From an optimization exercise on the open Yosys and OpenROAD flow, aimed at small area and a short achievable clock period; shortcuts taken in it are not production practice.
In this exercise RTL edits were held to simulation tests only and were not proved equivalent to the original.
Power is estimated from default activity; no workload was simulated.

==> design/flow/design.v <==
module hbm_pair_enc (
  input  wire [73:0] x,
  output wire [6:0]  hs,
  output wire        px,
  output wire        pe           
);
  function automatic [6:0] info_pos(input integer j);
    integer p, cnt;
    begin
      info_pos = 7'd0;
      cnt = 0;
      for (p = 3; p <= 91; p = p + 1) begin
        if ((p & (p - 1)) != 0) begin
          if (cnt == j) info_pos = p[6:0];
          cnt = cnt + 1;
        end
      end
    end
  endfunction
  function automatic [73:0] col_mask(input integer b);
    integer j;
    reg [6:0] p;
    begin
      col_mask = 74'd0;
      for (j = 0; j < 74; j = j + 1) begin
        p = info_pos(j);
        col_mask[j] = (p[2:0] == b);
      end
    end
  endfunction
  function automatic [73:0] row_mask(input integer a);
    integer j;
    reg [6:0] p;
    begin
      row_mask = 74'd0;
      for (j = 0; j < 74; j = j + 1) begin
        p = info_pos(j);
        row_mask[j] = (p[6:3] == a);
      end
    end
  endfunction
  wire [7:0]  col;
  wire [10:0] row;
  genvar k;
  generate
    for (k = 0; k < 8; k = k + 1) begin : g_col
      localparam [73:0] CM = col_mask(k);
      assign col[k] = ^(x & CM);
    end
    for (k = 0; k < 11; k = k + 1) begin : g_row
      localparam [73:0] RM = row_mask(k);
      assign row[k] = ^(x & RM);
    end
  endgenerate
  assign hs[0] = col[1] ^ col[3] ^ col[5] ^ col[7];
  assign hs[1] = col[2] ^ col[3] ^ col[6] ^ col[7];
  assign hs[2] = col[4] ^ col[5] ^ col[6] ^ col[7];
  assign hs[3] = row[1] ^ row[3] ^ row[5] ^ row[7] ^ row[9];
  assign hs[4] = row[2] ^ row[3] ^ row[6] ^ row[7] ^ row[10];
  assign hs[5] = row[4] ^ row[5] ^ row[6] ^ row[7];
  assign hs[6] = row[8] ^ row[9] ^ row[10];
  assign px    = ^col;
  assign pe    = col[0] ^ col[3] ^ col[5] ^ col[6]
               ^ row[1] ^ row[2] ^ row[4] ^ row[7] ^ row[8];
endmodule
module hbm_fold_enc (
  input  wire [9:0] f,
  output wire [6:0] hs,
  output wire       px,
  output wire       pe
);
  assign hs[0] = f[1] ^ f[3] ^ f[5] ^ f[7] ^ f[9];
  assign hs[1] = f[0] ^ f[1] ^ f[4] ^ f[5] ^ f[8] ^ f[9];
  assign hs[2] = f[2] ^ f[3] ^ f[4] ^ f[5];
  assign hs[3] = f[6] ^ f[7] ^ f[8] ^ f[9];
  assign hs[4] = ^f;
  assign hs[5] = 1'b0;
  assign hs[6] = ^f;
  assign px    = ^f;
  assign pe    = f[1] ^ f[3] ^ f[4] ^ f[7] ^ f[8];
endmodule
module hbm_addr_enc (
  input  wire [32:0] l,
  output wire [6:0]  hs,
  output wire        pe
);
  function automatic [32:0] lmask(input [9:0] fm);
    integer i;
    begin
      for (i = 0; i < 33; i = i + 1) lmask[i] = fm[i % 10];
    end
  endfunction
  assign hs[0] = ^(l & lmask(10'b1010101010));
  assign hs[1] = ^(l & lmask(10'b1100110011));
  assign hs[2] = ^(l & lmask(10'b0000111100));
  assign hs[3] = ^(l & lmask(10'b1111000000));
  assign hs[4] = ^l;
  assign hs[5] = 1'b0;
  assign hs[6] = ^l;
  assign pe    = ^(l & lmask(10'b0110011010));
endmodule
module hbm_pair_dec (
  input  wire [6:0]  hs,          
  input  wire        px,          
  input  wire [6:0]  fhs,         
  input  wire        fpx,         
  input  wire [7:0]  stored,      
  input  wire [1:0]  pois,        
  input  wire [1:0]  wr,          
  output wire [6:0]  s,           
  output wire        en,          
  output wire [1:0]  cpois,       
  output wire        p,           
  output wire        unc,         
  output wire        afault       
);
  assign s = hs ^ fhs ^ stored[6:0];
  assign p = px ^ fpx ^ (^stored);
  wire zero   = (s == 7'd0);
  wire big    = s[6] & (s[5] | (s[4] & s[3] & s[2]));                     
  wire foldp  = s[6] & !s[5] & s[4] & (s[3] ? !s[2] : (s[1] | s[2]));     
  assign unc    = p ? big : !zero;
  assign afault = p & foldp;
  wire pow2  = (s[6:0] & (s[6:0] - 7'd1)) == 7'd0;
  wire data  = !pow2 && (s <= 7'd79);
  wire word1 = (s >= 7'd43);
  assign en = data && (word1 ? !wr[1] : !wr[0]);
  assign cpois[0] = pois[0] ^ (s == 7'd80);
  assign cpois[1] = pois[1] ^ (s == 7'd81);
endmodule
module hbm_line_codec (
  input  wire         clk,
  input  wire         rst,            
  input  wire         in_valid,
  input  wire         in_write,       
  input  wire [5:0]   in_mask,        
  input  wire [32:0]  in_addr,        
  input  wire [255:0] in_line,        
  input  wire [215:0] in_wdata,       
  output reg          out_valid,
  output reg  [1:0]   out_class,      
  output wire         out_status,     
  output wire [5:0]   out_word_err,   
  output wire [215:0] out_data,       
  output reg          out_wb,         
  output wire [255:0] out_line        
);
  function automatic [6:0] info_pos(input integer j);
    integer p, cnt;
    begin
      info_pos = 7'd0;
      cnt = 0;
      for (p = 3; p <= 91; p = p + 1) begin
        if ((p & (p - 1)) != 0) begin
          if (cnt == j) info_pos = p[6:0];
          cnt = cnt + 1;
        end
      end
    end
  endfunction
  wire [9:0] fold  = in_addr[9:0] ^ in_addr[19:10] ^ in_addr[29:20] ^ {7'd0, in_addr[32:30]};
  wire [9:0] fdiff = fold ^ in_line[255:246];
  wire [4:0] a1, a2;
  genvar i, j;
  generate
    for (i = 0; i < 5; i = i + 1) begin : g_fd
      assign a1[i] = fdiff[2*i] | fdiff[2*i + 1];
      assign a2[i] = fdiff[2*i] & fdiff[2*i + 1];
    end
  endgenerate
  wire b1 = a1[0] | a1[1];
  wire b2 = a2[0] | a2[1] | (a1[0] & a1[1]);
  wire c1 = a1[2] | a1[3] | a1[4];
  wire c2 = a2[2] | a2[3] | a2[4] | (a1[2] & a1[3]) | (a1[4] & (a1[2] | a1[3]));
  wire fd2 = b2 | c2 | (b1 & c1);
  wire fd1 = (b1 | c1) & !fd2;
  wire [6:0] fhs;
  wire       fpe;
  hbm_addr_enc u_aenc (.l(in_addr), .hs(fhs), .pe(fpe));
  wire       fpx = fhs[4];    
  wire       wr [0:5];
  generate
    for (i = 0; i < 6; i = i + 1) begin : g_wr
      assign wr[i] = in_write & in_mask[i];
    end
  endgenerate
  wire [6:0] syn [0:2];
  wire [2:0] en;
  wire [5:0] cpois;
  wire [2:0] pp, unc, afault;
  generate
    for (i = 0; i < 3; i = i + 1) begin : g_dec
      wire [6:0] hs;
      wire       px, pe;
      hbm_pair_enc u_enc (
        .x  ({in_line[216 + 10*i + 9 : 216 + 10*i + 8], in_line[72*i + 71 : 72*i]}),
        .hs (hs),
        .px (px),
        .pe (pe)
      );
      hbm_pair_dec u_dec (
        .hs     (hs),
        .px     (px),
        .fhs    (fhs),
        .fpx    (fpx),
        .stored (in_line[216 + 10*i + 7 : 216 + 10*i]),
        .pois   (in_line[216 + 10*i + 9 : 216 + 10*i + 8]),
        .wr     ({wr[2*i + 1], wr[2*i]}),
        .s      (syn[i]),
        .en     (en[i]),
        .cpois  (cpois[2*i + 1 : 2*i]),
        .p      (pp[i]),
        .unc    (unc[i]),
        .afault (afault[i])
      );
    end
  endgenerate
  wire any_addr   = (|afault) | fd2;
  wire any_uncorr = |unc;
  wire any_corr   = (|pp) | fd1;
  wire full_write = in_write & (&in_mask);
  wire [215:0] new_data;
  wire [7:0]   chk [0:2];
  generate
    for (i = 0; i < 6; i = i + 1) begin : g_mrg
      assign new_data[36*i +: 36] = wr[i] ? in_wdata[36*i +: 36] : in_line[36*i +: 36];
    end
    for (i = 0; i < 3; i = i + 1) begin : g_chk
      wire [6:0] hs;
      wire       px, pe;
      hbm_pair_enc u_enc (
        .x  ({2'b00, new_data[72*i + 71 : 72*i]}),
        .hs (hs),
        .px (px),
        .pe (pe)
      );
      assign chk[i] = {pe ^ fpe, hs ^ fhs};
    end
  endgenerate
  reg [215:0] r_ndata;    
  wire [215:0] r_data = ~r_ndata;
  reg [9:0]   r_fold;
  reg [7:0]   r_chk [0:2];
  reg [6:0]   r_syn [0:2];
  reg [2:0]   r_en;
  reg [5:0]   r_cpois;    
  reg [5:0]   r_nwr;      
  reg         r_addr, r_unc, r_corr, r_full, r_write;
  integer w;
  always @(posedge clk) begin
    if (rst) out_valid <= 1'b0;
    else     out_valid <= in_valid;
    r_ndata   <= ~new_data;
    r_fold    <= fold;
    r_chk[0]  <= chk[0];
    r_chk[1]  <= chk[1];
    r_chk[2]  <= chk[2];
    r_syn[0]  <= syn[0];
    r_syn[1]  <= syn[1];
    r_syn[2]  <= syn[2];
    r_en      <= en;
    for (w = 0; w < 6; w = w + 1) begin
      r_cpois[w] <= !wr[w] & cpois[w];
      r_nwr[w]   <= !wr[w];
    end
    r_addr    <= any_addr;
    r_unc     <= any_uncorr;
    r_corr    <= any_corr;
    r_full    <= full_write;
    r_write   <= in_write;
  end
  wire bad = r_addr | r_unc;
  always @* begin
    if (r_full)      out_class = 2'd0;    
    else if (r_addr) out_class = 2'd3;
    else if (r_unc)  out_class = 2'd2;
    else if (r_corr) out_class = 2'd1;
    else             out_class = 2'd0;
    out_wb = r_write | (out_class == 2'd1);
  end
  wire [5:0] pois = r_cpois | ({6{bad}} & r_nwr);
  wire [215:0] data;
  wire [7:0]   check [0:2];
  generate
    for (i = 0; i < 3; i = i + 1) begin : g_fix
      wire [6:0] s = r_syn[i];
      wire       e = r_en[i] & !bad;
      wire [7:0]  lo;
      wire [15:0] hi;
      for (j = 0; j < 8; j = j + 1) begin : g_lo
        assign lo[j] = e & (s[2:0] == j);
      end
      for (j = 0; j < 16; j = j + 1) begin : g_hi
        assign hi[j] = (s[6:3] == j);
      end
      for (j = 0; j < 72; j = j + 1) begin : g_bit
        localparam [6:0] POS = info_pos(j);
        assign data[72*i + j] = r_data[72*i + j] ^ (lo[POS[2:0]] & hi[POS[6:3]]);
      end
      wire p0 = pois[2*i];
      wire p1 = pois[2*i + 1];
      wire seven = e & !(^s);
      assign check[i][6:0] = r_chk[i][6:0] ^ (s & {7{e}})
                           ^ {p0 ^ p1, 1'b0, p0 ^ p1, 3'b000, p1};
      assign check[i][7]   = r_chk[i][7] ^ seven ^ p0;
    end
  endgenerate
  assign out_line = {r_fold,
                     pois[5:4], check[2],
                     pois[3:2], check[1],
                     pois[1:0], check[0],
                     data};
  assign out_data     = data;
  assign out_word_err = pois;
  assign out_status   = out_class[1];
endmodule
==> design/flow/flow/run.sh <==
#!/bin/bash
# Layout flow: the standard flow, with the smallest buffer on the ports,
# the pins one routing track apart, a lighter clock tree, and timing repair
# aimed at a setup slack of 5.3 ns.
# Each ORFS step writes its full log under orfs/logs/; make's own output goes
# to standard.log.
set -euo pipefail
bash standard.sh BUFFER_PORTS_ARGS="-buffer_cell sky130_fd_sc_hd__buf_1" \
  SETUP_SLACK_MARGIN=5.3 PLACE_PINS_ARGS="-min_distance 1 -min_distance_in_tracks" \
  CTS_ARGS="-sink_clustering_enable -repair_clock_nets -dont_use_dummy_load -buf_list {sky130_fd_sc_hd__clkbuf_4} -sink_clustering_size 10 -sink_clustering_max_diameter 40" \
  finish > standard.log 2>&1
==> design/flow/standard.sh <==
#!/bin/bash
# synth_recipe.tcl (not shown) runs the flow's synth.tcl, then flattens the netlist and writes it again
# the make line also repeats each setting of config.mk as NAME=value (left out here)
make -C /OpenROAD-flow-scripts/flow DESIGN_CONFIG=/design/flow/config.mk WORK_HOME=/design/flow/orfs CLKGATE_MAP_FILE= SYNTH_SCRIPT=/design/flow/synth_recipe.tcl "${@:-finish}"
==> design/flow/config.mk <==
export PLATFORM = sky130hd
export DESIGN_NAME = hbm_line_codec
export DESIGN_NICKNAME = hbm_line_codec
export VERILOG_FILES = /design/flow/design.v
export SDC_FILE = /design/flow/constraint.sdc
export NUM_CORES = 4
export LEC_CHECK = 0
export CAP_MARGIN = 20
export CORE_AREA = 4 4 246 246
export DIE_AREA = 0 0 250 250
export SETUP_SLACK_MARGIN = 5
export SLEW_MARGIN = 20
==> design/flow/constraint.sdc <==
create_clock -name core_clock -period 10.0 [get_ports {clk}]
set_input_delay 2.0000 -clock core_clock [delete_from_list [all_inputs] [get_ports {clk}]]
set_output_delay 2.0000 -clock core_clock [all_outputs]
set_load 0.01 [all_outputs]
==> results.sh, run 1 <==
export IMPL_p_per_area_nw_per_um2=275
export IMPL_critical_path_max_fanout=10
export IMPL_die_y_um=250
export IMPL_grt_max_degree=40
export IMPL_syn_mean_instance_area_um2=9.49
export IMPL_seqCellArea_um2=5860
export IMPL_dp_cells=4019
export IMPL_cp_slowest_cell="xor2_1"
export IMPL_postCtsHoldBufs=0
export IMPL_yosys_warnings=5
export IMPL_synthTopCellsByArea="xnor2_1 32%, dfxtp_1 24%, xor2_1 11%"
export IMPL_maxCapViolCount=0
export IMPL_routedWlPerCell_um=23.6
export IMPL_area_growth_pct=19.6
export IMPL_muxShareOfSynthArea_pct=9.13
export IMPL_gr_total_overflow=0
export IMPL_critPathMaxStageDelay_ns=0.38
export IMPL_place_hpwl_um=79700
export IMPL_hp_class="input pin to register"
export IMPL_grtUsageTotal_pct=28.9
export IMPL_synthSimpleGateAreaFrac_pct=7.09
export IMPL_synth_area_leader_cell="xnor2_1"
export IMPL_required_ns=8.00
export IMPL_htreeDepth=2
export IMPL_tns_ns=0
export IMPL_power_leakage_nw=10.6
export IMPL_arrival_ns=2.63
export IMPL_outcome="finished clean"
export IMPL_ys_async_sr_fraction_pct=0
export IMPL_cts_sinks=292
export IMPL_worst_setup_path_start_kind="register"
export IMPL_yosys_most_used_dff="dfxtp_1"
export IMPL_synth_common_cells="869 x xnor2_1, 309 x xor2_1, 292 x dfxtp_1"
export IMPL_syn_inst=2531
export IMPL_period_share_pct=46.3
export IMPL_synth_nets=3058
export IMPL_ys_ff_latch=292
export IMPL_rows=88
export IMPL_slew_viol_final=0
export IMPL_ant_nets=0
export IMPL_start_util_pct=41.6
export IMPL_critPathLaunch="r_unc$_DFF_P_"
export IMPL_cts_clk_slew_worst_paths_ns=0.10
export IMPL_worstMarginPinSlew_ns=0.834
export IMPL_final_layout_size_suffix_gt1_share_pct=9.38
export IMPL_synth_edf_count=0
export IMPL_rsz0062_at_grt="yes"
export IMPL_placed_area_um2=26900
export IMPL_synth_cell_type_count=53
export IMPL_hold_violations=0
export IMPL_cts_root_buffer="clkbuf_4"
export IMPL_wirelength_um=97400
export IMPL_peakVddDrop_v=0.000226
export IMPL_critPathCaptureType="output pin"
export IMPL_crit_chain="nor2_4, and2_4, buf_4, and3_4, nand2_1, xor2_1, buf_1"
export IMPL_cts_buffers_inserted=56
export IMPL_drc=0
export IMPL_period_needed_ns=4.63
export IMPL_coreArea_um2=57800
export IMPL_synth_fa_ha_area_share_pct=0.750
export IMPL_via_count=20475
export IMPL_finalWeightedCongestion=0.995
export IMPL_multi_input_area_um2=17100
export IMPL_nFillCells=5678
export IMPL_grt_pass1_wl_um=135000
export IMPL_fin_nets=3888
export IMPL_synth_compound_area_share_pct=1.51
export IMPL_portBuffers=997
export IMPL_die_area_um2=62500
export IMPL_viasPerCell=4.96
export IMPL_grt_antenna_before_repair=10
export IMPL_ys_seq_area_share_pct=24.3
export IMPL_setup_viol=0
export IMPL_grt_pass1_vias=20297
export IMPL_endpoint="out_data[110]"
export IMPL_ioPinCount=998
export IMPL_path_class="register to output pin"
export IMPL_hold_start="rst"
export IMPL_netlist_area_leader_share_pct=31.7
export IMPL_synth_top_family_by_area="XOR/XNOR gates"
export IMPL_fmax_ghz=0.216
export IMPL_tritoncts="done"
export IMPL_max_slew_margin_pct=42.8
export IMPL_chipWidth_um=250
export IMPL_yosysMostFrequentCell="xnor2_1"
export IMPL_synthesis_area_um2=24000
export IMPL_drt_iter0_markers=1609
export IMPL_drt_first_pass_iters=5
export IMPL_synth_xor_area_share_pct=48.7
export IMPL_fin_cells=4132
export IMPL_cts_path_max_buffers=3
export IMPL_fin_area_um2=28700
## report_power, final
part	internal, mW	switching [mW]	total (mW)	leakage (nW)
Combinational	2.48	3.08	5.56	7.90
Sequential	1.43	0.199	1.63	2.46
Clock	0.252	0.444	0.696	0.258
Total	4.16	3.72	7.89	10.6
## critical path: cells and delay by family (launching register included)
family        cells  cell delay (ns)
xor+xnor          1             0.38
buf+inv           2             0.34
flops             1             0.34
simple gates      4             0.78
## worst min-delay path by stage
stage	end	slack [ns]	cells past startpoint
global placement	out_valid$_SDFF_PP0_	2.16	2
CTS	out_valid$_SDFF_PP0_	1.27	2
floorplan	r_write$_DFF_P_	2.03	0
global route	out_valid$_SDFF_PP0_	1.30	2
detailed placement	out_valid$_SDFF_PP0_	2.17	2
finish	out_valid$_SDFF_PP0_	1.34	2
## what timing repair did
action | CTS | global route
setup endpoints to repair | 443 | 276
buffers inserted | 12 | 27
resized for setup | 131 | 86
cloned | 6 | 4
pin swaps | 13 | 23
## flip-flops by register name, indices dropped and copies added (netlist names), 3 cells and up
signal	count
r_syn	21
r_ndata	216
r_nwr	6
r_fold	10
r_en	3
r_cpois	6
r_chk	24
## metrics by stage
stage | total power [mW] | hold WS, ns | utilization, % | setup WS [ns]
after floorplan | 5.60 | 2.03 | - | 5.21
after global placement | 6.85 | 2.16 | 46.6 | 4.47
after detailed placement | 6.88 | 2.17 | 46.6 | 4.42
after CTS | 7.72 | 1.27 | 48.5 | 5.13
after global routing | 8.39 | 1.30 | 49.7 | 5.23
final | 7.89 | 1.34 | 49.7 | 5.37
## final cells by class
cell class | count | share of cell area [%]
inverters | 29 | 0.379
repair buffers | 1048 | 14.7
multi-input cells | 1934 | 59.6
well taps | 765 | 3.33
flip-flops and latches | 292 | 20.4
clock buffers | 56 | 1.46
diodes | 8 | 0.0697
## kinds of logic after synthesis
logic type / after synthesis
simple gates: 393
compound gates: 58
fa+ha+maj: 15
xor+xnor: 1239
flops: 292
buf+inv: 315
mux: 219
## routing by layer
layer  vias to the layer above  global-route usage, %  part of all wire, %
met5                         -                      0                0.023
met4                         4                   11.7                  4.4
met3                       212                   6.59                   11
met2                      1299                   45.4                   44
met1                      9585                   38.7                   41
li1                       9375                      -                    -
## cell usage in the layout, fill, tap and decap left out, types with 39 or more instances in the layout
cell	synthesis	routed
buf_1	7	983
buf_4	229	42
clkbuf_4	0	56
dfxtp_1	292	282
mux2i_1	218	216
nand2_1	263	254
xnor2_1	869	865
xnor3_1	39	39
xor2_1	309	243
xor2_2	0	66
==> run 2: changes to the inputs <==
--- a/design/flow/flow/run.sh
+++ b/design/flow/flow/run.sh
@@ -9,3 +9,3 @@
   SETUP_SLACK_MARGIN=5.3 PLACE_PINS_ARGS="-min_distance 1 -min_distance_in_tracks" \
-  CTS_ARGS="-sink_clustering_enable -repair_clock_nets -dont_use_dummy_load -buf_list {sky130_fd_sc_hd__clkbuf_4} -sink_clustering_size 10 -sink_clustering_max_diameter 40" \
+  CTS_ARGS="-sink_clustering_enable -repair_clock_nets -dont_use_dummy_load -buf_list {sky130_fd_sc_hd__clkbuf_8} -sink_clustering_size 16 -sink_clustering_max_diameter 60" \
   finish > standard.log 2>&1
--- a/design/flow/config.mk
+++ b/design/flow/config.mk
@@ -8,4 +8,4 @@
 export CAP_MARGIN = 20
-export CORE_AREA = 4 4 246 246
-export DIE_AREA = 0 0 250 250
+export CORE_AREA = 4 4 226 226
+export DIE_AREA = 0 0 230 230
 export SETUP_SLACK_MARGIN = 5
==> results.sh, run 2 <==
export IMPL_outcome="finished clean"
export IMPL_hold_violations=0
export IMPL_seqCellArea_um2=5850
export IMPL_portBuffers=997
export IMPL_yosys_warnings=5
export IMPL_arrival_ns=2.68
export IMPL_synth_xor_area_share_pct=48.7
export IMPL_cts_root_buffer="clkbuf_8"
export IMPL_synth_nets=3058
export IMPL_max_slew_margin_pct=35.9
export IMPL_grt_pass1_vias=20470
export IMPL_rows=81
export IMPL_via_count=20409
export IMPL_grt_max_degree=40
export IMPL_gr_total_overflow=0
export IMPL_crit_chain="nand2_1, nor3_2, nand2_1, xor2_1, buf_1"
export IMPL_tritoncts="done"
export IMPL_dp_cells=3920
export IMPL_finalWeightedCongestion=1.05
export IMPL_ys_seq_area_share_pct=24.3
export IMPL_area_growth_pct=16.5
export IMPL_cts_path_max_buffers=3
export IMPL_nFillCells=4604
export IMPL_path_class="register to output pin"
export IMPL_fin_nets=3840
export IMPL_drc=0
export IMPL_hp_class="input pin to register"
export IMPL_crit_top_cell="nand2_1"
export IMPL_coreArea_um2=48800
export IMPL_period_needed_ns=4.68
export IMPL_die_y_um=230
export IMPL_tns_ns=0
export IMPL_largest_register_ffs=216
export IMPL_routedWlPerCell_um=23.9
export IMPL_synthSimpleGateAreaFrac_pct=7.09
export IMPL_worst_setup_path_start_kind="register"
export IMPL_synth_compound_area_share_pct=1.51
export IMPL_required_ns=8.00
export IMPL_yosysMostFrequentCell="xnor2_1"
export IMPL_layout_commonest_cell="buf_1"
export IMPL_synth_edf_count=0
export IMPL_power_leakage_nw=10.3
export IMPL_htreeDepth=2
export IMPL_synth_cell_type_count=53
export IMPL_largestRegisters="r_ndata: 216 flops, r_chk: 24 flops, r_syn: 21 flops"
export IMPL_cts_buffers_inserted=35
export IMPL_slew_viol_final=0
export IMPL_critPathCaptureType="output pin"
export IMPL_synthTopCellsByArea="xnor2_1 32%, dfxtp_1 24%, xor2_1 11%"
export IMPL_maxCapViolCount=0
export IMPL_peakVddDrop_v=0.000262
export IMPL_start_util_pct=49.2
export IMPL_grt_antenna_before_repair=26
export IMPL_place_hpwl_um=79900
export IMPL_ys_ff_latch=292
export IMPL_critical_path_max_fanout=8
export IMPL_drt_first_pass_iters=5
export IMPL_grt_pass1_wl_um=134000
export IMPL_syn_inst=2531
export IMPL_final_layout_size_suffix_gt1_share_pct=5.62
export IMPL_cts_clk_slew_worst_paths_ns=0.10
export IMPL_critPathMaxStageDelay_ns=0.66
export IMPL_synth_fa_ha_area_share_pct=0.750
export IMPL_netlist_area_leader_share_pct=31.7
export IMPL_yosys_most_used_dff="dfxtp_1"
export IMPL_syn_mean_instance_area_um2=9.49
export IMPL_chipWidth_um=230
export IMPL_fmax_ghz=0.214
export IMPL_worstMarginPinSlew_ns=0.953
export IMPL_synth_common_cells="869 x xnor2_1, 309 x xor2_1, 292 x dfxtp_1"
export IMPL_viasPerCell=5.11
export IMPL_drt_iter0_markers=1324
export IMPL_p_per_area_nw_per_um2=284
export IMPL_rsz0062_at_grt="yes"
export IMPL_cp_slowest_cell="nor3_2"
export IMPL_ioPinCount=998
export IMPL_power_mw=7.93
export IMPL_synthesis_area_um2=24000
export IMPL_fin_cells=3996
export IMPL_setup_viol=0
export IMPL_cts_sinks=292
export IMPL_wirelength_um=95700
export IMPL_largest_register="r_ndata"
export IMPL_multi_input_area_um2=16600
export IMPL_die_area_um2=52900
export IMPL_muxShareOfSynthArea_pct=9.13
export IMPL_ys_async_sr_fraction_pct=0
export IMPL_period_share_pct=46.8
export IMPL_ant_nets=0
export IMPL_final_cell_mix="994 x buf_1, 864 x xnor2_1, 292 x dfxtp_1"
export IMPL_synth_area_leader_cell="xnor2_1"
export IMPL_grtUsageTotal_pct=34.1
export IMPL_synth_top_family_by_area="XOR/XNOR gates"
==> run 2: repair_timing <==
| item | in CTS | in global routing |
|---|---|---|
| gates cloned | 1 | 0 |
| resized for setup | 63 | 43 |
| endpoints found under the setup margin | 439 | 268 |
| setup buffers | 4 | 15 |
| pin swaps | 2 | 6 |
| hold buffers | 0 | 0 |
==> run 2: cell families after synthesis <==
| kind of cell | Yosys count |
|---|---|
| flops | 292 |
| fa+ha+maj | 15 |
| compound gates | 58 |
| mux | 219 |
| xor+xnor | 1239 |
| buf+inv | 315 |
| simple gates | 393 |
==> run 2: critical path, delay by kind of cell, from the launching register on <==
kind                   cells  cell delay (ns)
XOR/XNOR                   1             0.38
buffers and inverters      1             0.21
flip-flops                 1             0.52
AND/OR/NAND/NOR            3             0.95
==> run 2: cell type report <==
| type | count | share of cell area [%] |
|---|---|---|
| Antenna cell | 21 | 0.188 |
| Clock buffer | 35 | 1.72 |
| Inverter | 29 | 0.389 |
| Multi-Input combinational cell | 1925 | 59.3 |
| Sequential cell | 292 | 20.9 |
| Tap cell | 664 | 2.97 |
| Timing Repair Buffer | 1030 | 14.6 |
==> run 2: where the power goes <==
part | internal (mW) | leakage [nW] | switching [mW]
clock | 0.312 | 0.252 | 0.440
combinational | 2.53 | 7.61 | 3.06
sequential | 1.43 | 2.46 | 0.170
total | 4.26 | 10.3 | 3.67
==> run 2: worst paths after layout <==
kind | start | to | slack [ns] | depth (start not counted)
setup / recovery | r_syn[0][5]$_DFF_P_ | out_data[39] | 5.32 | 5
hold / removal | rst | out_valid$_SDFF_PP0_ | 1.55 | 2
==> run 2: metal layers <==
layer  up-vias  wire length [um]  GRT usage, %
met5         -                83             0
met4        12              4820          15.3
met3       238              8130          7.28
met2      1171             43500          55.1
met1      9675             39200          43.9
li1       9313                 -             -
==> run 2: metrics by stage <==
step,util (%),area (um^2),hold slack (ns),setup slack [ns]
after floorplan,-,24000,2.03,5.21
after global placement,54.8,26800,2.15,4.62
after detailed placement,54.9,26800,2.16,4.59
after CTS,56.4,27600,1.50,5.25
after global routing,57.3,28000,1.52,5.28
final,57.3,28000,1.55,5.32
==> run 3: changes to the inputs <==
--- a/design/flow/config.mk
+++ b/design/flow/config.mk
@@ -8,4 +8,5 @@
 export CAP_MARGIN = 20
-export CORE_AREA = 4 4 226 226
-export DIE_AREA = 0 0 230 230
+export CORE_AREA = 4 4 246 246
+export DIE_AREA = 0 0 250 250
+export PLACE_DENSITY = 0.8
 export SETUP_SLACK_MARGIN = 5
==> results.sh, run 3 <==
export IMPL_grtUsageTotal_pct=29.2
export IMPL_period_share_pct=48.0
export IMPL_cts_sinks=292
export IMPL_synth_cell_type_count=53
export IMPL_syn_inst=2531
export IMPL_slew_viol_final=0
export IMPL_yosys_warnings=5
export IMPL_cts_path_max_buffers=3
export IMPL_synthTopCellsByArea="xnor2_1 32%, dfxtp_1 24%, xor2_1 11%"
export IMPL_via_count=21283
export IMPL_largest_register="r_ndata"
export IMPL_cts_clk_slew_worst_paths_ns=0.08
export IMPL_yosys_most_used_dff="dfxtp_1"
export IMPL_synth_edf_count=0
export IMPL_arrival_ns=2.80
export IMPL_grt_pass1_wl_um=137000
export IMPL_synthesis_area_um2=24000
export IMPL_critPathLaunch="r_syn[2][3]$_DFF_P_"
export IMPL_grt_max_degree=40
export IMPL_fin_nets=3827
export IMPL_tns_ns=0
export IMPL_htreeDepth=2
export IMPL_path_class="register to output pin"
export IMPL_grt_antenna_before_repair=19
export IMPL_max_slew_margin_pct=27.5
export IMPL_synth_nets=3058
export IMPL_largestRegisters="r_ndata: 216 flops, r_chk: 24 flops, r_syn: 21 flops"
export IMPL_ys_async_sr_fraction_pct=0
export IMPL_dp_slack_ns=4.46
export IMPL_worst_setup_path_start_kind="register"
export IMPL_ant_nets=0
export IMPL_peakVddDrop_v=0.000186
export IMPL_grt_pass1_vias=20899
export IMPL_chipWidth_um=250
export IMPL_worstMarginPinSlew_ns=1.08
export IMPL_setup_viol=0
export IMPL_syn_mean_instance_area_um2=9.49
export IMPL_coreArea_um2=57800
export IMPL_area_growth_pct=16.4
export IMPL_swShare_pct=47.2
export IMPL_synth_common_cells="869 x xnor2_1, 309 x xor2_1, 292 x dfxtp_1"
export IMPL_finalWorstSetupSlack_ns=5.20
export IMPL_p_per_area_nw_per_um2=285
export IMPL_viasPerCell=5.21
export IMPL_power_frac_clock_pct=9.6
export IMPL_drt_iter0_markers=2149
export IMPL_power_switching_mw=3.76
export IMPL_final_cell_mix="996 x buf_1, 863 x xnor2_1, 291 x xor2_1, 291 x dfxtp_1, 257 x nand2_1"
export IMPL_period_needed_ns=4.80
export IMPL_combPwrFrac_pct=70.4
export IMPL_critical_path_max_fanout=8
export IMPL_final_layout_size_suffix_gt1_share_pct=4.94
export IMPL_power_mw=7.96
export IMPL_die_area_um2=62500
export IMPL_yosysMostFrequentCell="xnor2_1"
export IMPL_layout_commonest_cell="buf_1"
export IMPL_power_leakage_nw=10.3
export IMPL_tritoncts="done"
export IMPL_endpoint="out_line[177]"
export IMPL_ys_seq_area_share_pct=24.3
export IMPL_maxCapViolCount=0
export IMPL_rsz0062_at_grt="yes"
export IMPL_largest_register_ffs=216
export IMPL_seq_power_share_pct=20.0
export IMPL_hp_class="input pin to register"
export IMPL_internal_power_mw=4.20
export IMPL_postCtsHoldBufs=0
export IMPL_nFillCells=5536
export IMPL_start_util_pct=41.6
export IMPL_portBuffers=997
export IMPL_cts_buffers_inserted=36
export IMPL_cts_root_buffer="clkbuf_8"
export IMPL_ys_ff_latch=292
export IMPL_rows=88
export IMPL_critPathCaptureType="output pin"
export IMPL_routedWlPerCell_um=24.1
export IMPL_netlist_area_leader_share_pct=31.7
export IMPL_drt_first_pass_iters=5
export IMPL_drc=0
export IMPL_outcome="finished clean"
export IMPL_place_hpwl_um=82700
export IMPL_required_ns=8.00
export IMPL_finalWeightedCongestion=1.03
export IMPL_gr_total_overflow=0
export IMPL_hold_violations=0
export IMPL_die_y_um=250
export IMPL_wirelength_um=98600
export IMPL_fmax_ghz=0.208
export IMPL_ioPinCount=998
export IMPL_synth_area_leader_cell="xnor2_1"
[run 3: what timing repair did]
| item | in CTS | in global routing |
|---|---|---|
| pin swaps | 3 | 0 |
| buffers inserted | 7 | 0 |
| endpoints found under the setup margin | 445 | 245 |
| resized for setup | 50 | 42 |
[run 3: cell type report]
| type | instances | area, um^2 | area share [%] |
|---|---|---|---|
| multi-input combinational | 1924 | 16500 | 59.1 |
| sequential | 292 | 5850 | 20.9 |
| timing repair buffer | 1017 | 3960 | 14.2 |
| tap | 765 | 957 | 3.42 |
| clock buffer | 36 | 495 | 1.77 |
| inverter | 29 | 109 | 0.389 |
| antenna | 22 | 55.1 | 0.197 |
[run 3: cells by family (layout without fill, tap and decap cells)]
| logic type | count (synthesis) | count (layout) | share of synthesized area (%) |
|---|---|---|---|
| multiplexers | 219 | 219 | 9.13 |
| other | 0 | 22 | 0 |
| adder cells (fa/ha/maj) | 15 | 15 | 0.750 |
| buffers and inverters | 315 | 1082 | 8.50 |
| AND/OR/NAND/NOR | 393 | 393 | 7.09 |
| AO/OA/AOI/OAI | 58 | 58 | 1.51 |
| flip-flops | 292 | 292 | 24.3 |
| XOR/XNOR | 1239 | 1239 | 48.7 |
[run 3: power by group through the flow]
| stage | combinational [mW] | sequential (mW) | clock [mW] |
|---|---|---|---|
| 6_report | 5.61 | 1.59 | 0.764 |
| 5_1_grt | 5.97 | 1.61 | 0.815 |
| 4_1_cts | 5.49 | 1.58 | 0.780 |
| 3_5_place_dp | 5.35 | 1.60 | 0 |
| 3_3_place_gp | 5.26 | 1.59 | 0 |
| 2_1_floorplan | 4.06 | 1.54 | 0 |
[run 3: metrics by stage]
stage | std cells | hold slack (ns) | utilization (%) | cell area [um^2]
final | 4085 | 1.56 | 48.4 | 28000
after CTS | 4063 | 1.50 | 48.0 | 27700
after global routing | 4081 | 1.52 | 48.3 | 27900
after global placement | 4020 | 2.15 | 46.6 | 26900
after floorplan | 2531 | 2.03 | - | 24000
after detailed placement | 4020 | 2.17 | 46.6 | 26900
[run 3: worst min path at each step]
stage,depth (start not counted),from,endpoint,slack (ns)
6_report,2,rst,out_valid$_SDFF_PP0_,1.56
5_1_grt,2,rst,out_valid$_SDFF_PP0_,1.52
4_1_cts,2,rst,out_valid$_SDFF_PP0_,1.50
3_3_place_gp,2,rst,out_valid$_SDFF_PP0_,2.15
2_1_floorplan,0,in_write,r_write$_DFF_P_,2.03
3_5_place_dp,2,rst,out_valid$_SDFF_PP0_,2.17
[run 3: per-layer routing]
metal	up-vias	part of all wire, %	global-route usage [%]
met2	1663	43	44.7
met5	-	0.011	0
li1	9292	-	-
met1	9947	39	37.2
met4	2	7.6	19.1
met3	379	11	6.12
[run 3: critical path: stages (launching register included)]
cell     delay (ns)
dfxtp_1        0.50
nand2_1        0.13
nor3_2         0.78
nand2_1        0.16
xor2_1         0.41
buf_1          0.23
==> run 4: changes to the inputs <==
--- a/design/flow/config.mk
+++ b/design/flow/config.mk
@@ -10,3 +10,3 @@
 export DIE_AREA = 0 0 250 250
-export PLACE_DENSITY = 0.8
+export PLACE_DENSITY = 0.45
 export SETUP_SLACK_MARGIN = 5
==> results.sh, run 4 <==
export IMPL_outcome="finished clean"
export IMPL_tns_ns=0
export IMPL_critical_path_max_fanout=7
export IMPL_top_layer="met5"
export IMPL_synth_nets=3058
export IMPL_grt_antenna_before_repair=17
export IMPL_synthTopCellsByArea="xnor2_1 32%, dfxtp_1 24%, xor2_1 11%"
export IMPL_portBuffers=997
export IMPL_maxCapViolCount=0
export IMPL_wirelength_um=99600
export IMPL_p_per_area_nw_per_um2=291
export IMPL_tritoncts="done"
export IMPL_coreArea_um2=57800
export IMPL_start_util_pct=41.6
export IMPL_final_layout_size_suffix_gt1_share_pct=5.99
export IMPL_fmax_ghz=0.214
export IMPL_syn_inst=2531
export IMPL_yosys_warnings=5
export IMPL_ys_async_sr_fraction_pct=0
export IMPL_die_area_um2=62500
export IMPL_critPathCaptureType="output pin"
export IMPL_grtUsageTotal_pct=29.9
export IMPL_netlist_area_leader_share_pct=31.7
export IMPL_period_needed_ns=4.68
export IMPL_syn_mean_instance_area_um2=9.49
export IMPL_layout_commonest_cell="buf_1"
export IMPL_peakVddDrop_v=0.000220
export IMPL_chipWidth_um=250
export IMPL_wl_met2_um=46200
export IMPL_hp_class="input pin to register"
export IMPL_ioPinCount=998
export IMPL_wl_met3_um=6570
export IMPL_grt_max_degree=40
export IMPL_place_hpwl_um=83500
export IMPL_worstMarginPinSlew_ns=0.872
export IMPL_viasPerCell=4.84
export IMPL_yosys_most_used_dff="dfxtp_1"
export IMPL_cts_clk_slew_worst_paths_ns=0.08
export IMPL_drt_first_pass_iters=5
export IMPL_rsz0062_at_grt="yes"
export IMPL_die_y_um=250
export IMPL_cts_root_buffer="clkbuf_8"
export IMPL_arrival_ns=2.68
export IMPL_synthesis_area_um2=24000
export IMPL_cts_buffers_inserted=38
export IMPL_slew_viol_final=0
export IMPL_ys_ff_latch=292
export IMPL_routedWlPerCell_um=24.3
export IMPL_fin_nets=3849
export IMPL_largestRegisters="r_ndata: 216 flops, r_chk: 24 flops, r_syn: 21 flops"
export IMPL_path_class="register to output pin"
export IMPL_drt_iter0_markers=1089
export IMPL_dp_cells=4023
export IMPL_largest_register_ffs=216
export IMPL_largest_register="r_ndata"
export IMPL_max_slew_margin_pct=41.5
export IMPL_synth_cell_type_count=53
export IMPL_ys_seq_area_share_pct=24.3
export IMPL_yosysMostFrequentCell="xnor2_1"
export IMPL_drt_met1_wl_um=42200
export IMPL_finalWeightedCongestion=0.958
export IMPL_cts_path_max_buffers=3
export IMPL_period_share_pct=46.8
export IMPL_grt_pass1_wl_um=138000
export IMPL_ant_nets=0
export IMPL_synth_common_cells="869 x xnor2_1, 309 x xor2_1, 292 x dfxtp_1"
export IMPL_required_ns=8.00
export IMPL_via_count=19840
export IMPL_drc=0
export IMPL_synth_area_leader_cell="xnor2_1"
export IMPL_final_cell_mix="996 x buf_1, 864 x xnor2_1, 292 x dfxtp_1"
export IMPL_gr_total_overflow=0
export IMPL_hold_violations=0
export IMPL_setup_viol=0
export IMPL_power_leakage_nw=10.4
export IMPL_synth_edf_count=0
export IMPL_grt_pass1_vias=20368
export IMPL_htreeDepth=2
export IMPL_rows=88
export IMPL_worst_setup_path_start_kind="register"
export IMPL_final_util_pct=48.8
export IMPL_fin_cells=4099
export IMPL_cts_sinks=292
export IMPL_area_growth_pct=17.4
==> run 4: per-stage QoR <==
stage	setup WS [ns]	area [um^2]	hold slack (ns)	power, mW
floorplan	5.21	24000	2.03	5.60
global placement	4.42	26900	2.15	6.96
detailed placement	4.45	27000	2.16	7.00
CTS	5.18	27900	1.49	8.03
global route	5.14	28200	1.51	8.73
finish	5.32	28200	1.54	8.21
==> run 4: per-layer routing <==
metal / up-vias / GRT usage [%]
met5: - / 0
met4: 8 / 12.0
met3: 185 / 5.16
met2: 953 / 49.8
met1: 9381 / 38.8
li1: 9313 / -
==> run 4: final timing paths <==
kind / from / depth (start not counted) / end / slack (ns)
setup / recovery: r_syn[1][5]$_DFF_P_ / 5 / out_data[101] / 5.32
hold / removal: rst / 2 / out_valid$_SDFF_PP0_ / 1.54
==> run 4: what timing repair did <==
| item | in CTS | in global routing |
|---|---|---|
| setup buffers | 14 | 10 |
| pin swaps | 4 | 8 |
| endpoints found under the setup margin | 444 | 277 |
| gates resized for setup | 74 | 34 |
| hold buffers | 0 | 0 |
| endpoints found under the hold margin | 0 | 0 |
==> run 4: area by class of cell <==
| type | instances | area (um^2) |
|---|---|---|
| multi-input combinational | 1924 | 16600 |
| sequential | 292 | 5850 |
| tap | 765 | 957 |
| clock buffer | 38 | 523 |
| fill | 5805 | 29600 |
| timing repair buffer | 1037 | 4110 |
| antenna | 14 | 35.0 |
| inverter | 29 | 109 |
==> run 4: power by group <==
part / leakage (nW) / switching, mW / internal, mW
clock network: 0.273 / 0.464 / 0.338
logic: 7.65 / 3.20 / 2.61
registers: 2.46 / 0.182 / 1.43
total: 10.4 / 3.84 / 4.37
==> run 4: worst max-delay path, cell delays in order, from the launching register on <==
cell and delay [ns]:
dfxtp_1 0.54, nand2b_1 0.20, nor3_2 0.69, nand2_1 0.15, xor2_1 0.29, buf_1 0.19
==> run 4: cells by family (layout without fill, tap and decap cells) <==
kind of cell             count (synthesis)  in the layout  synth area share (%)
AO/OA/AOI/OAI                           58             58                  1.51
XOR/XNOR                              1239           1239                  48.7
adder cells (fa/ha/maj)                 15             15                 0.750
buffers and inverters                  315           1104                  8.50
flip-flops                             292            292                  24.3
multiplexers                           219            219                  9.13
other                                    0             14                     0
AND/OR/NAND/NOR                        393            393                  7.09
==> run 5: changes to the inputs <==
--- a/design/flow/config.mk
+++ b/design/flow/config.mk
@@ -10,3 +10,2 @@
 export DIE_AREA = 0 0 250 250
-export PLACE_DENSITY = 0.45
 export SETUP_SLACK_MARGIN = 5
==> results.sh, run 5 <==
export IMPL_seqCellArea_um2=5850
export IMPL_final_cell_mix="996 x buf_1, 860 x xnor2_1, 292 x xor2_1"
export IMPL_wl_met2_um=41800
export IMPL_largestRegisters="r_ndata: 216 flops, r_chk: 24 flops, r_syn: 21 flops"
export IMPL_area_growth_pct=16.9
export IMPL_layout_commonest_cell="buf_1"
export IMPL_routedWlPerCell_um=23.4
export IMPL_outcome="finished clean"
export IMPL_maxCapViolCount=0
export IMPL_gr_total_overflow=0
export IMPL_synth_area_leader_cell="xnor2_1"
export IMPL_largest_register="r_ndata"
export IMPL_grt_max_degree=40
export IMPL_tns_ns=0
export IMPL_cp_slowest_cell="dfxtp_1"
export IMPL_synthesis_area_um2=24000
export IMPL_placed_area_um2=26900
export IMPL_drt_first_pass_iters=5
export IMPL_tritoncts="done"
export IMPL_period_share_pct=46.7
export IMPL_cts_path_max_buffers=3
export IMPL_critPathMaxStageDelay_ns=0.54
export IMPL_ys_async_sr_fraction_pct=0
export IMPL_cp_num_buf_inv=1
export IMPL_htreeDepth=2
export IMPL_yosys_warnings=5
export IMPL_worst_setup_path_start_kind="register"
export IMPL_hp_class="input pin to register"
export IMPL_path_class="register to output pin"
export IMPL_wirelength_um=95400
export IMPL_power_leakage_nw=10.4
export IMPL_grtUsageTotal_pct=28.5
export IMPL_place_hpwl_um=79700
export IMPL_worstMarginPinSlew_ns=0.833
export IMPL_cts_sinks=292
export IMPL_largest_register_ffs=216
export IMPL_rsz0062_at_grt="yes"
export IMPL_postCtsHoldBufs=0
export IMPL_fin_nets=3841
export IMPL_arrival_ns=2.67
export IMPL_peakVddDrop_v=0.000242
export IMPL_ys_seq_area_share_pct=24.3
export IMPL_cts_clk_slew_worst_paths_ns=0.10
export IMPL_drt_iter0_markers=1607
export IMPL_fin_area_um2=28100
export IMPL_grt_pass1_wl_um=133000
export IMPL_synth_cell_type_count=53
export IMPL_die_area_um2=62500
export IMPL_yosys_most_used_dff="dfxtp_1"
export IMPL_crit_chain="nand2b_1, nor3_4, nand2_1, xor2_1, buf_1"
export IMPL_drc=0
export IMPL_netlist_area_leader_share_pct=31.7
export IMPL_min_to="out_valid$_SDFF_PP0_"
export IMPL_hold_violations=0
export IMPL_chipWidth_um=250
export IMPL_cp_depth=5
export IMPL_syn_inst=2531
export IMPL_wl_met3_um=9410
export IMPL_synthTopCellsByArea="xnor2_1 32%, dfxtp_1 24%, xor2_1 11%"
export IMPL_synth_nets=3058
export IMPL_via_count=20179
export IMPL_p_per_area_nw_per_um2=284
export IMPL_viasPerCell=4.94
export IMPL_hold_slack_ns=1.56
export IMPL_start_util_pct=41.6
export IMPL_die_y_um=250
export IMPL_grt_pass1_vias=19912
export IMPL_final_util_pct=48.6
export IMPL_syn_mean_instance_area_um2=9.49
export IMPL_final_layout_size_suffix_gt1_share_pct=5.68
export IMPL_multi_input_area_um2=16600
export IMPL_slew_viol_final=0
export IMPL_critPathCaptureType="output pin"
export IMPL_cts_buffers_inserted=36
export IMPL_critical_path_max_fanout=7
export IMPL_rows=88
export IMPL_period_needed_ns=4.67
export IMPL_ioPinCount=998
export IMPL_portBuffers=997
export IMPL_finalWeightedCongestion=0.995
export IMPL_cts_root_buffer="clkbuf_8"
export IMPL_power_mw=7.97
export IMPL_path_delay_family="simple AND/OR/NAND/NOR gates"
export IMPL_synth_edf_count=0
export IMPL_hold_path_depth=2
export IMPL_synth_common_cells="869 x xnor2_1, 309 x xor2_1, 292 x dfxtp_1"
export IMPL_hold_start="rst"
export IMPL_ys_ff_latch=292
export IMPL_setup_viol=0
export IMPL_grt_antenna_before_repair=9
export IMPL_coreArea_um2=57800
export IMPL_yosysMostFrequentCell="xnor2_1"
export IMPL_drt_met1_wl_um=40000
export IMPL_fmax_ghz=0.214
export IMPL_nFillCells=5759
export IMPL_max_slew_margin_pct=42.9
export IMPL_top_layer="met5"
export IMPL_ant_nets=0
export IMPL_required_ns=8.00
[run 5: cell counts after synthesis]
No cell type changed its count.
[run 5: cell families (layout without fill, tap and decap cells)]
group                    count (synthesis)  in the layout  synth area share, %
XOR/XNOR                              1239           1239                 48.7
AND/OR/NAND/NOR                        393            393                 7.09
buffers and inverters                  315           1096                 8.50
flip-flops                             292            292                 24.3
multiplexers                           219            219                 9.13
AO/OA/AOI/OAI                           58             58                 1.51
adder cells (fa/ha/maj)                 15             15                0.750
other                                    0              9                    0
[run 5: area by class of cell]
cell class	instances	area share [%]
well taps	765	3.41
repair buffers	1031	14.5
clock buffers	36	1.77
multi-input cells	1924	59.1
flip-flops and latches	292	20.8
inverters	29	0.388
diodes	9	0.0802
[run 5: layer usage]
| metal | vias to the layer above | global-route usage, % |
|---|---|---|
| met5 | - | 0 |
| met4 | 4 | 11.0 |
| met3 | 177 | 6.73 |
| met2 | 1185 | 44.8 |
| met1 | 9510 | 38.1 |
| li1 | 9303 | - |
[run 5: how the worst max path moves through the flow]
stage / from / end
floorplan: in_addr[5] / r_unc$_DFF_P_
global placement: in_addr[20] / r_unc$_DFF_P_
detailed placement: in_addr[20] / r_unc$_DFF_P_
CTS: r_syn[1][4]$_DFF_P_ / out_data[86]
global route: r_syn[1][5]$_DFF_P_ / out_line[104]
finish: r_syn[1][3]$_DFF_P_ / out_data[79]
[run 5: through the flow]
step | setup slack [ns] | instances
after floorplan | 5.21 | 2531
after global placement | 4.47 | 4019
after detailed placement | 4.42 | 4019
after CTS | 5.27 | 4069
after global routing | 5.20 | 4084
final | 5.33 | 4086
[run 5: repair_timing]
item                       4_1_cts  5_1_grt
resized for setup               59       48
setup buffers                   14        8
setup endpoints to repair      446      259
pin swaps                        4        7
[run 5: report_power, final]
group          switching [mW]  leakage (nW)  internal [mW]
clock                   0.448         0.259          0.320
sequential              0.173          2.46           1.43
combinational            3.09          7.63           2.52
==> run 6: changes to the inputs <==
--- a/design/flow/flow/run.sh
+++ b/design/flow/flow/run.sh
@@ -8,3 +8,3 @@
 bash standard.sh BUFFER_PORTS_ARGS="-buffer_cell sky130_fd_sc_hd__buf_1" \
-  SETUP_SLACK_MARGIN=5.3 PLACE_PINS_ARGS="-min_distance 1 -min_distance_in_tracks" \
+  SETUP_SLACK_MARGIN=5.45 PLACE_PINS_ARGS="-min_distance 1 -min_distance_in_tracks" \
   CTS_ARGS="-sink_clustering_enable -repair_clock_nets -dont_use_dummy_load -buf_list {sky130_fd_sc_hd__clkbuf_8} -sink_clustering_size 16 -sink_clustering_max_diameter 60" \
==> results.sh, run 6 <==
export IMPL_largest_register_ffs=216
export IMPL_place_hpwl_um=82200
export IMPL_largest_register="r_ndata"
export IMPL_gr_total_overflow=0
export IMPL_cts_sinks=292
export IMPL_yosys_most_used_dff="dfxtp_1"
export IMPL_portBuffers=997
export IMPL_rsz0062_at_grt="yes"
export IMPL_critPathLaunch="r_unc$_DFF_P_"
export IMPL_grt_pass1_wl_um=138000
export IMPL_netlist_area_leader_share_pct=31.7
export IMPL_fmax_ghz=0.218
export IMPL_max_slew_margin_pct=44.5
export IMPL_synth_nets=3058
export IMPL_ys_ff_latch=292
export IMPL_fin_nets=3873
export IMPL_critical_path_max_fanout=7
export IMPL_critPathMaxStageDelay_ns=0.34
export IMPL_tritoncts="done"
export IMPL_path_class="register to output pin"
export IMPL_finalWorstSetupSlack_ns=5.42
export IMPL_die_y_um=250
export IMPL_cts_clk_slew_worst_paths_ns=0.08
export IMPL_htreeDepth=2
export IMPL_viasPerCell=4.95
export IMPL_crit_top_cell="and2_4"
export IMPL_grtUsageTotal_pct=29.7
export IMPL_p_per_area_nw_per_um2=287
export IMPL_drc=0
export IMPL_synth_edf_count=0
export IMPL_finalWeightedCongestion=1.01
export IMPL_grt_antenna_before_repair=13
export IMPL_fin_cells=4123
export IMPL_final_cell_mix="972 x buf_1, 854 x xnor2_1, 287 x dfxtp_1"
export IMPL_period_needed_ns=4.58
export IMPL_syn_mean_instance_area_um2=9.49
export IMPL_ioPinCount=998
export IMPL_power_mw=8.33
export IMPL_area_growth_pct=21.0
export IMPL_path_delay_family="simple AND/OR/NAND/NOR gates"
export IMPL_cts_path_max_buffers=3
export IMPL_worst_setup_path_start_kind="register"
export IMPL_layout_commonest_cell="buf_1"
export IMPL_tns_ns=0
export IMPL_hp_class="input pin to register"
export IMPL_ant_nets=0
export IMPL_via_count=20420
export IMPL_rows=88
export IMPL_largestRegisters="r_ndata: 216 flops, r_chk: 24 flops, r_syn: 21 flops"
export IMPL_coreArea_um2=57800
export IMPL_critPathCaptureType="output pin"
export IMPL_cts_root_buffer="clkbuf_8"
export IMPL_synthesis_area_um2=24000
export IMPL_ys_seq_area_share_pct=24.3
export IMPL_maxCapViolCount=0
export IMPL_routedWlPerCell_um=24.2
export IMPL_dp_slack_ns=4.60
export IMPL_yosys_warnings=5
export IMPL_synth_area_leader_cell="xnor2_1"
export IMPL_chipWidth_um=250
export IMPL_synth_common_cells="869 x xnor2_1, 309 x xor2_1, 292 x dfxtp_1"
export IMPL_outcome="finished clean"
export IMPL_arrival_ns=2.58
export IMPL_peakVddDrop_v=0.000212
export IMPL_dp_cells=4022
export IMPL_hold_violations=0
export IMPL_synth_cell_type_count=53
export IMPL_grt_max_degree=40
export IMPL_hold_start="rst"
export IMPL_final_layout_size_suffix_gt1_share_pct=10.0
export IMPL_grt_pass1_vias=20179
export IMPL_ys_async_sr_fraction_pct=0
export IMPL_setup_viol=0
export IMPL_die_area_um2=62500
export IMPL_start_util_pct=41.6
export IMPL_wirelength_um=99800
export IMPL_period_share_pct=45.8
export IMPL_drt_iter0_markers=1718
export IMPL_cts_buffers_inserted=34
export IMPL_syn_inst=2531
export IMPL_crit_chain="nor2_4, and2_4, nor2b_4, and2_4, buf_12, nand2_4, xor2_2, buf_1"
export IMPL_synthTopCellsByArea="xnor2_1 32%, dfxtp_1 24%, xor2_1 11%"
export IMPL_worstMarginPinSlew_ns=0.809
export IMPL_cp_num_buf_inv=2
export IMPL_required_ns=8.00
export IMPL_cp_slowest_cell="dfxtp_2"
export IMPL_power_leakage_nw=10.8
export IMPL_drt_first_pass_iters=7
export IMPL_slew_viol_final=0
export IMPL_yosysMostFrequentCell="xnor2_1"
run 6: cells by family after synthesis:
family                   synth area share (%)
flip-flops                               24.3
adder cells (fa/ha/maj)                 0.750
AO/OA/AOI/OAI                            1.51
multiplexers                             9.13
XOR/XNOR                                 48.7
buffers and inverters                    8.50
AND/OR/NAND/NOR                          7.09
run 6: where the power goes:
| group | switching, mW | internal [mW] | leakage (nW) |
|---|---|---|---|
| Combinational | 3.30 | 2.67 | 8.07 |
| Sequential | 0.188 | 1.43 | 2.46 |
| Clock | 0.440 | 0.303 | 0.245 |
run 6: per-layer routing:
layer,global-route usage [%],vias up,part of all wire [%]
met5,0,-,0.012
met4,10.9,2,4.0
met3,7.08,199,10
met2,46.9,1289,45
met1,39.5,9585,41
li1,-,9345,-
run 6: per-stage QoR:
step	util, %	area, um^2	hold slack (ns)
finish	50.3	29100	1.60
global route	50.2	29000	1.57
CTS	48.5	28000	1.54
detailed placement	46.7	27000	2.16
global placement	46.7	27000	2.16
floorplan	-	24100	2.03
run 6: area by class of cell:
| type | instances | area [um^2] |
|---|---|---|
| Sequential cell | 292 | 5850 |
| Tap cell | 765 | 957 |
| Timing Repair Buffer | 1056 | 4350 |
| Inverter | 29 | 109 |
| Antenna cell | 14 | 35.0 |
| Fill cell | 5641 | 28800 |
| Multi-Input combinational cell | 1933 | 17300 |
| Clock buffer | 34 | 468 |
run 6: worst paths after layout:
kind                   end  slack, ns  cells after the start
min   out_valid$_SDFF_PP0_       1.60                      2
max            out_line[5]       5.42                      8
run 6: repair_timing:
action / 4_1_cts / 5_1_grt
endpoints found under the setup margin: 448 / 314
endpoints found under the hold margin: 0 / 0
resized for setup: 96 / 171
gates cloned: 3 / 6
buffers inserted: 14 / 30
hold buffers: 0 / 0
pin swaps: 13 / 39
==> run 7: changes to the inputs <==
--- a/design/flow/flow/run.sh
+++ b/design/flow/flow/run.sh
@@ -8,3 +8,3 @@
 bash standard.sh BUFFER_PORTS_ARGS="-buffer_cell sky130_fd_sc_hd__buf_1" \
-  SETUP_SLACK_MARGIN=5.45 PLACE_PINS_ARGS="-min_distance 1 -min_distance_in_tracks" \
+  SETUP_SLACK_MARGIN=5.2 PLACE_PINS_ARGS="-min_distance 1 -min_distance_in_tracks" \
   CTS_ARGS="-sink_clustering_enable -repair_clock_nets -dont_use_dummy_load -buf_list {sky130_fd_sc_hd__clkbuf_8} -sink_clustering_size 16 -sink_clustering_max_diameter 60" \
==> results.sh, run 7 <==
export IMPL_setup_viol=0
export IMPL_hp_class="input pin to register"
export IMPL_critPathMaxStageDelay_ns=0.85
export IMPL_largestRegisters="r_ndata: 216 flops, r_chk: 24 flops, r_syn: 21 flops"
export IMPL_synth_common_cells="869 x xnor2_1, 309 x xor2_1, 292 x dfxtp_1"
export IMPL_gr_total_overflow=0
export IMPL_cp_slowest_cell="nor3_1"
export IMPL_routedWlPerCell_um=23.2
export IMPL_viasPerCell=4.89
export IMPL_finalWeightedCongestion=0.973
export IMPL_crit_chain="nand2b_1, nor3_1, nand2_1, xor2_1, buf_1"
export IMPL_synth_area_leader_cell="xnor2_1"
export IMPL_syn_mean_instance_area_um2=9.49
export IMPL_netlist_area_leader_share_pct=31.7
export IMPL_hold_path_depth=2
export IMPL_syn_inst=2531
export IMPL_yosys_most_used_dff="dfxtp_1"
export IMPL_final_layout_size_suffix_gt1_share_pct=5.12
export IMPL_hold_violations=0
export IMPL_tritoncts="done"
export IMPL_rsz0062_at_grt="yes"
export IMPL_outcome="finished clean"
export IMPL_min_to="out_valid$_SDFF_PP0_"
export IMPL_final_cell_mix="997 x buf_1, 867 x xnor2_1, 292 x dfxtp_1"
export IMPL_critPathCaptureType="output pin"
export IMPL_ioPinCount=998
export IMPL_ys_ff_latch=292
export IMPL_postCtsHoldBufs=0
export IMPL_layout_commonest_cell="buf_1"
export IMPL_yosysMostFrequentCell="xnor2_1"
export IMPL_finalWorstSetupSlack_ns=5.23
export IMPL_place_hpwl_um=80000
export IMPL_ant_nets=0
export IMPL_fmax_ghz=0.210
export IMPL_grt_pass1_wl_um=132000
export IMPL_synth_nets=3058
export IMPL_period_needed_ns=4.77
export IMPL_via_count=19953
export IMPL_largest_register_ffs=216
export IMPL_drt_first_pass_iters=5
export IMPL_chipWidth_um=250
export IMPL_path_delay_family="simple AND/OR/NAND/NOR gates"
export IMPL_cts_path_max_buffers=3
export IMPL_peakVddDrop_v=0.000192
export IMPL_seqCellArea_um2=5850
export IMPL_grt_antenna_before_repair=15
export IMPL_ys_async_sr_fraction_pct=0
export IMPL_area_growth_pct=16.3
export IMPL_worst_setup_path_start_kind="register"
export IMPL_wirelength_um=94500
export IMPL_cts_root_buffer="clkbuf_8"
export IMPL_synth_cell_type_count=53
export IMPL_synthTopCellsByArea="xnor2_1 32%, dfxtp_1 24%, xor2_1 11%"
export IMPL_ys_seq_area_share_pct=24.3
export IMPL_tns_ns=0
export IMPL_hold_start="rst"
export IMPL_multi_input_area_um2=16500
export IMPL_cts_sinks=292
export IMPL_required_ns=8.00
export IMPL_max_slew_margin_pct=28.1
export IMPL_power_leakage_nw=10.3
export IMPL_grt_max_degree=40
export IMPL_rows=88
export IMPL_grt_util_met2_pct=44.5
export IMPL_synthesis_area_um2=24000
export IMPL_drt_iter0_markers=1444
export IMPL_gr_usage_met3_pct=6.43
export IMPL_drc=0
export IMPL_coreArea_um2=57800
export IMPL_arrival_ns=2.77
export IMPL_portBuffers=997
export IMPL_grtUsageTotal_pct=28.3
export IMPL_critical_path_max_fanout=7
export IMPL_synth_edf_count=0
export IMPL_p_per_area_nw_per_um2=279
export IMPL_busiest_layer="met2"
export IMPL_period_share_pct=47.7
export IMPL_start_util_pct=41.6
export IMPL_htreeDepth=2
export IMPL_worstMarginPinSlew_ns=1.07
export IMPL_die_y_um=250
export IMPL_maxCapViolCount=0
export IMPL_cp_num_buf_inv=1
export IMPL_grtUsageMet1_pct=37.0
export IMPL_largest_register="r_ndata"
export IMPL_grt_pass1_vias=19733
export IMPL_cts_clk_slew_worst_paths_ns=0.08
export IMPL_nFillCells=5735
export IMPL_cts_buffers_inserted=35
export IMPL_dp_slack_ns=4.60
export IMPL_die_area_um2=62500
export IMPL_slew_viol_final=0
export IMPL_yosys_warnings=5
export IMPL_path_class="register to output pin"
export IMPL_fin_nets=3833
==> run 7: cell counts after synthesis <==
No cell type changed its count.
==> run 7: how the worst max path moves through the flow <==
stage                              from         endpoint  slack [ns]  cells after the start
floorplan                    in_addr[5]    r_unc$_DFF_P_        5.14                      9
global placement             in_addr[9]  r_en[1]$_DFF_P_        4.63                      9
detailed placement           in_addr[9]    r_unc$_DFF_P_        4.60                     10
CTS                       r_unc$_DFF_P_    out_data[100]        5.19                      7
global route        r_syn[2][6]$_DFF_P_    out_line[207]        5.14                      5
finish              r_syn[2][5]$_DFF_P_    out_line[171]        5.23                      5
==> run 7: cell type report <==
cell class / instances / area share, %
Timing Repair Buffer: 1024 / 14.3
Tap cell: 765 / 3.43
Clock buffer: 35 / 1.72
Sequential cell: 292 / 20.9
Antenna cell: 12 / 0.107
Multi-Input combinational cell: 1924 / 59.2
Inverter: 29 / 0.390
==> run 7: repair_timing <==
item                       4_1_cts  5_1_grt
setup endpoints to repair      433      241
buffers inserted                 0       15
pin swaps                        0        3
gates resized for setup         51       33
==> run 7: cells by family after synthesis <==
kind of cell / after synthesis / synth area share, %
xor+xnor: 1239 / 48.7
compound gates: 58 / 1.51
fa+ha+maj: 15 / 0.750
simple gates: 393 / 7.09
buf+inv: 315 / 8.50
flops: 292 / 24.3
mux: 219 / 9.13
==> run 7: report_power, final <==
group | switching, mW | internal, mW | total, mW
sequential | 0.164 | 1.43 | 1.59
combinational | 3.02 | 2.45 | 5.47
clock | 0.436 | 0.312 | 0.749
total | 3.62 | 4.19 | 7.81
==> run 7: layer usage <==
| layer | wire length (um) | vias to the layer above |
|---|---|---|
| li1 | - | 9280 |
| met1 | 39100 | 9264 |
| met2 | 41500 | 1196 |
| met3 | 8910 | 205 |
| met4 | 4880 | 8 |
| met5 | 68 | - |
==> run 7: through the flow <==
stage | util (%) | std cells | total power [mW] | instance area [um^2] | hold WS [ns]
after detailed placement | 46.6 | 4019 | 6.86 | 26900 | 2.17
after global placement | 46.5 | 4017 | 6.85 | 26900 | 2.16
final | 48.3 | 4081 | 7.81 | 27900 | 1.57
after CTS | 47.7 | 4054 | 7.66 | 27600 | 1.50
after floorplan | - | 2531 | 5.60 | 24000 | 2.03
after global routing | 48.3 | 4080 | 8.28 | 27900 | 1.54
==> run 8: changes to the inputs <==
==> design/flow/flow/run.sh (replaced) <==
#!/bin/bash
# Layout flow: the standard flow, with the smallest buffer on the ports,
# the pins one routing track apart and a lighter clock tree. Timing repair
# uses SETUP_SLACK_MARGIN from config.mk.
# Each ORFS step writes its full log under orfs/logs/; make's own output goes
# to standard.log.
set -euo pipefail
bash standard.sh BUFFER_PORTS_ARGS="-buffer_cell sky130_fd_sc_hd__buf_1" \
  PLACE_PINS_ARGS="-min_distance 1 -min_distance_in_tracks" \
  CTS_ARGS="-sink_clustering_enable -repair_clock_nets -dont_use_dummy_load -buf_list {sky130_fd_sc_hd__clkbuf_8} -sink_clustering_size 16 -sink_clustering_max_diameter 60" \
  finish > standard.log 2>&1
==> results.sh, run 8 <==
export IMPL_outcome="finished clean"
export IMPL_cts_sinks=292
export IMPL_grt_max_degree=40
export IMPL_rows=88
export IMPL_largestRegisters="r_ndata: 216 flops, r_chk: 24 flops, r_syn: 21 flops"
export IMPL_critPathCaptureType="output pin"
export IMPL_ioPinCount=998
export IMPL_cts_buffers_inserted=34
export IMPL_via_count=20068
export IMPL_ant_nets=0
export IMPL_arrival_ns=2.88
export IMPL_cts_root_buffer="clkbuf_8"
export IMPL_required_ns=8.00
export IMPL_crit_top_cell="and2_2"
export IMPL_final_layout_size_suffix_gt1_share_pct=3.85
export IMPL_peakVddDrop_v=0.000219
export IMPL_grt_util_met2_pct=46.1
export IMPL_netlist_area_leader_share_pct=31.7
export IMPL_synth_nets=3058
export IMPL_grt_pass1_wl_um=134000
export IMPL_chipWidth_um=250
export IMPL_cts_path_max_buffers=3
export IMPL_drc=0
export IMPL_setup_viol=0
export IMPL_hold_violations=0
export IMPL_worstMarginPinSlew_ns=1.00
export IMPL_max_slew_margin_pct=32.6
export IMPL_syn_inst=2531
export IMPL_synth_common_cells="869 x xnor2_1, 309 x xor2_1, 292 x dfxtp_1"
export IMPL_synth_edf_count=0
export IMPL_period_share_pct=48.8
export IMPL_p_per_area_nw_per_um2=278
export IMPL_path_class="register to output pin"
export IMPL_tns_ns=0
export IMPL_routedWlPerCell_um=23.4
export IMPL_critPathMaxStageDelay_ns=0.41
export IMPL_synthesis_area_um2=24000
export IMPL_cts_clk_slew_worst_paths_ns=0.08
export IMPL_grt_antenna_before_repair=26
export IMPL_gr_usage_met3_pct=6.12
export IMPL_fmax_ghz=0.205
export IMPL_power_leakage_nw=10.2
export IMPL_grtUsageTotal_pct=28.7
export IMPL_crit_chain="nor2_2, and2_2, nor2b_1, and2_2, nand2_1, xor2_1, buf_1"
export IMPL_yosys_warnings=5
export IMPL_synth_cell_type_count=53
export IMPL_postCtsHoldBufs=0
export IMPL_fin_area_um2=27600
export IMPL_placed_area_um2=26900
export IMPL_rsz0062_at_grt="yes"
export IMPL_place_hpwl_um=81500
export IMPL_drt_iter0_markers=1489
export IMPL_slew_viol_final=0
export IMPL_wirelength_um=95600
export IMPL_final_util_pct=47.8
export IMPL_ys_async_sr_fraction_pct=0
export IMPL_critical_path_max_fanout=13
export IMPL_viasPerCell=4.92
export IMPL_area_growth_pct=15.1
export IMPL_grt_pass1_vias=19894
export IMPL_portBuffers=997
export IMPL_drt_first_pass_iters=5
export IMPL_htreeDepth=2
export IMPL_fin_nets=3825
export IMPL_worst_setup_path_start_kind="register"
export IMPL_ys_seq_area_share_pct=24.3
export IMPL_final_cell_mix="996 x buf_1, 867 x xnor2_1, 295 x xor2_1"
export IMPL_grtUsageMet1_pct=36.9
export IMPL_hp_class="input pin to register"
export IMPL_power_mw=7.70
export IMPL_period_needed_ns=4.88
export IMPL_die_area_um2=62500
export IMPL_synth_area_leader_cell="xnor2_1"
export IMPL_yosys_most_used_dff="dfxtp_1"
export IMPL_syn_mean_instance_area_um2=9.49
export IMPL_cp_slowest_cell="xor2_1"
export IMPL_tritoncts="done"
export IMPL_maxCapViolCount=0
export IMPL_layout_commonest_cell="buf_1"
export IMPL_cp_num_buf_inv=1
export IMPL_coreArea_um2=57800
export IMPL_largest_register_ffs=216
export IMPL_synthTopCellsByArea="xnor2_1 32%, dfxtp_1 24%, xor2_1 11%"
export IMPL_gr_total_overflow=0
export IMPL_path_delay_family="simple AND/OR/NAND/NOR gates"
export IMPL_largest_register="r_ndata"
export IMPL_die_y_um=250
export IMPL_finalWeightedCongestion=1.04
export IMPL_ys_ff_latch=292
export IMPL_busiest_layer="met2"
export IMPL_yosysMostFrequentCell="xnor2_1"
export IMPL_start_util_pct=41.6
-- run 8: cell count changes in the layout (fill, tap and decap cells not counted), sizes merged --
| cell | before | now |
|---|---|---|
| diode | 12 | 22 |
| buf | 1024 | 1015 |
| clkbuf | 35 | 36 |
-- run 8: routing by layer --
metal / up-vias / wire length [um]
met5: - / 35
met4: 6 / 5290
met3: 244 / 8260
met2: 1188 / 42800
met1: 9343 / 39200
li1: 9287 / -
-- run 8: layout make-up --
cell class	count	area, um^2
clock buffers	34	468
flip-flops and latches	292	5850
diodes	22	55.1
fillers	5793	30200
inverters	29	109
repair buffers	1017	3890
multi-input cells	1924	16300
well taps	765	957
-- run 8: worst paths after layout --
kind	startpoint	end	slack, ns	cells past startpoint
min	in_wdata[75]	r_ndata[75]$_DFF_P_	1.61	2
max	r_addr$_DFF_P_	out_line[85]	5.12	7
-- run 8: cells by family after synthesis --
| kind of cell | synth area share, % |
|---|---|
| adders and majority gates | 0.750 |
| xor gates and xnor gates | 48.7 |
| and+or+nand+nor | 7.09 |
| buffers and inverters | 8.50 |
| AOI/OAI and AO/OA | 1.51 |
| muxes | 9.13 |
| DFF | 24.3 |
-- run 8: where the power goes --
group | internal (mW) | leakage [nW] | total (mW) | switching, mW
Clock | 0.303 | 0.245 | 0.730 | 0.427
Sequential | 1.43 | 2.46 | 1.58 | 0.152
Combinational | 2.39 | 7.47 | 5.39 | 3.00
Total | 4.12 | 10.2 | 7.70 | 3.58
-- run 8: repair_timing --
item,CTS,global route
setup endpoints to repair,290,191
buffers inserted,0,7
gates resized for setup,23,16
pin swaps,0,1
-- run 8: stage by stage --
stage	std cells	hold slack (ns)	worst slack, ns
global placement	4019	2.15	4.50
finish	4083	1.61	5.12
CTS	4053	1.55	5.00
detailed placement	4019	2.16	4.44
floorplan	2531	2.03	5.03
global route	4083	1.58	4.92

Check on run 8: ideal ports give 5.121 ns setup slack; a clkbuf_16 on the clock port and buf_2 on the inputs give 5.061 ns; moving port delays by the midpoint clock arrival (0.631 ns) as well gives 4.674 ns.
